From an optimization exercise on the open Yosys and OpenROAD flow, aimed at small area and few clock cycles per item; shortcuts taken in it are not production practice.
Function was checked by simulation only, so behaviour that the tests miss may differ from the original.

==> flow/design.v (excerpt) <==
module pix_corr (
    input  wire        clk,
    input  wire        rst,
    input  wire        in_valid,
    output wire        in_ready,
    input  wire [17:0] in_pix,
    input  wire [2:0]  in_bcode,
    input  wire [17:0] in_offset,
    input  wire [17:0] in_gain,
    input  wire [17:0] in_ratio,
    input  wire [17:0] in_drift,
    input  wire [2:0]  in_wcode,
    output wire        out_valid,
    input  wire        out_ready,
    output wire [17:0] out_data,
    output wire        out_sat_lo,
    output wire        out_sat_hi
);
    wire lo_n, hi_n;
    wire [17:0] y_n;
    wire bn1;
    wire bo2;
    wire bt3;
    wire bn4;
    wire bo5;
    wire bt6;
    wire bn7;
    wire bo8;
    wire bt9;
    wire bn10;
    wire bo11;
    wire bt12;
    wire bn13;
    wire bo14;
    wire bt15;
    wire bn16;
    wire bo17;
    wire bt18;
    wire bn19;
    wire bo20;
    wire bt21;
    wire bn22;
    wire bo23;
    wire bt24;
    wire bn25;
    wire bo26;
    wire bt27;
    wire p28;
    wire p29;
    wire p30;
    wire p31;
    wire p32;
    wire p33;
    wire p34;
    wire p35;
    wire p36;
    wire p37;
    wire p38;
    wire p39;
    wire p40;
    wire p41;
    wire p42;
    wire p43;
    wire p44;
    wire p45;
    wire p46;
    wire q47;
    wire p48;
    wire p49;
    wire p50;
    wire p51;
    wire p52;
    wire p53;
    wire p54;
    wire p55;
    wire p56;
    wire p57;
    wire p58;
    wire p59;
    wire p60;
    wire p61;
    wire p62;
    wire p63;
    wire p64;
    wire p65;
    wire p66;
    wire q67;
    wire p68;
    wire p69;
    wire p70;
    wire p71;
    wire p72;
    wire p73;
    wire p74;
    wire p75;
    wire p76;
    wire p77;
    wire p78;
    wire p79;
    wire p80;
    wire p81;
    wire p82;
    wire p83;
    wire p84;
    wire p85;
    wire p86;
    wire q87;
    wire p88;
    wire p89;
    wire p90;
    wire p91;
    wire p92;
    wire p93;
    wire p94;
    wire p95;
    wire p96;
    wire p97;
    wire p98;
    wire p99;
  ...
Size: about 3600 cells after synthesis, about 120 flip-flops, about 120 I/O pins, about 0.034 mm^2 of cells after synthesis.
clock: 10.0 ns
lec_check: 0
abc_area: 1
cap_margin: 20
core_margin: 2
core_utilization: 40
slew_margin: 20
synth_hierarchical: 1
synth_minimum_keep_size: 0
run.sh (not shown) runs the stock make flow with config.mk's settings and CLKGATE_MAP_FILE= SYNTH_SCRIPT=/design/flow/synth_recipe.tcl, a recipe that flattens the netlist after the stock synthesis.
The baseline finished clean.
Testbench counts at the start, summed over its fixed seeds: cycles 16,016, items 16,000.
Change:
==> flow/flow/run.sh (new file) <==
#!/bin/bash
# The standard layout (the standard.sh, unchanged synthesis and steps), with one
# difference: the port buffers that global placement inserts on every input and output
# are sky130_fd_sc_hd__buf_1 instead of the resizer's default pick.
set -euo pipefail
export BUFFER_PORTS_ARGS="-buffer_cell sky130_fd_sc_hd__buf_1"
bash standard.sh > standard.log 2>&1
==> flow/standard.sh (new file) <==
#!/bin/bash
# synth_recipe.tcl (not shown) runs the flow's synth.tcl, then flattens the netlist and writes it again
# the make line also repeats each setting of config.mk as NAME=value (left out here)
make -C /OpenROAD-flow-scripts/flow DESIGN_CONFIG=/design/flow/config.mk WORK_HOME=/design/flow/orfs CLKGATE_MAP_FILE= SYNTH_SCRIPT=/design/flow/synth_recipe.tcl "${@:-finish}"
removed: flow/run.sh
Result:
- die area is unchanged
- worst hold slack barely changes
- first-iteration DRC count falls by 9.4%
- design area goes down by 3.0%

* * *

Another version of the RTL of pix_corr (not shown whole).
For scale: roughly 3,500 cells after synthesis.
Design pix_corr, start of the top module:
module pix_corr (
    input  wire        clk,
    input  wire        rst,
    input  wire        in_valid,
    output wire        in_ready,
    input  wire [17:0] in_pix,
    input  wire [2:0]  in_bcode,
    input  wire [17:0] in_offset,
    input  wire [17:0] in_gain,
    input  wire [17:0] in_ratio,
    input  wire [17:0] in_drift,
    input  wire [2:0]  in_wcode,
    output wire        out_valid,
    input  wire        out_ready,
    output wire [17:0] out_data,
    output wire        out_sat_lo,
    output wire        out_sat_hi
);
export LEC_CHECK = 0
export ABC_AREA = 1
export CAP_MARGIN = 0
export CORE_MARGIN = 2
export CORE_UTILIZATION = 40
export SLEW_MARGIN = 0
export SYNTH_HIERARCHICAL = 1
export SYNTH_MINIMUM_KEEP_SIZE = 0
create_clock -name core_clock -period 10.0 [get_ports {clk}]
standard.sh (not shown) runs the stock make flow with config.mk's settings and CLKGATE_MAP_FILE= SYNTH_SCRIPT=/design/flow/synth_recipe.tcl, a recipe that flattens the netlist after the stock synthesis.
==> flow/flow/run.sh <==
#!/bin/bash
# The standard layout (the standard.sh, unchanged synthesis and steps), with one
# difference: the port buffers that global placement inserts on every input and output
# are sky130_fd_sc_hd__buf_1 instead of the resizer's default pick.
set -euo pipefail
export BUFFER_PORTS_ARGS="-buffer_cell sky130_fd_sc_hd__buf_1"
bash standard.sh > standard.log 2>&1
Testbench counts at the start, summed over its fixed seeds: cycles 16,016, items 16,000.
Edit:
Settings changed: CAP_MARGIN 0 to 20, CTS_BUF_LIST from default to sky130_fd_sc_hd__clkbuf_8, SLEW_MARGIN 0 to 20.
Effect: Worst setup slack got worse by 0.032 ns. Design area stays flat. Utilization falls by 0.11 points.
Edit:
Settings changed: CORE_UTILIZATION 40 to 55, CTS_BUF_LIST sky130_fd_sc_hd__clkbuf_8 to default.
The changed run went through all stages and came out clean.
Wire length grows by 5.9%.
Via count grows by 2.5%.
Sequential share of layout area is about the same.
Setup slack gets worse by 0.22 ns.
Global-route usage grows by 12 points.
Flip-flop and latch count does not change.
Utilization grows by 16 points.

[re-timing with driven ports]
The flow's constraints put no driver on any port. The routed layouts listed below were extracted and timed again, unchanged, in two steps.
Step 1 (the two cells are an assumption about what drives the block):
set clk [get_ports {clk}]
set_driving_cell -lib_cell sky130_fd_sc_hd__clkbuf_16 $clk
set_driving_cell -lib_cell sky130_fd_sc_hd__buf_2 [delete_from_list [all_inputs] $clk]
Step 2 also shifts input and output timing later by t, the mid clock arrival at the registers, as if the neighbouring blocks saw the same clock.
a / b / c = ideal / step 1 / step 2; a / b = the first two.
run	t (ns)	setup WS [ns]	pins driven straight from the clock port
the first run of note 1	0.548	0.331 / 0.267 / 0.473	1
the second run of note 1	0.549	0.430 / 0.363 / 0.753	1
the first run of note 2	0.552	0.429 / 0.364 / 0.189	1
the second run of note 2	0.618	0.397 / 0.336 / 0.180	1
the third run of note 2	0.552	0.177 / 0.115 / 0.273	1
After both steps setup and hold are still met in every run listed. For the first run of note 2, which loses most, drivers alone change the setup slack by -0.065 ns; drivers and shift together by -0.240 ns.
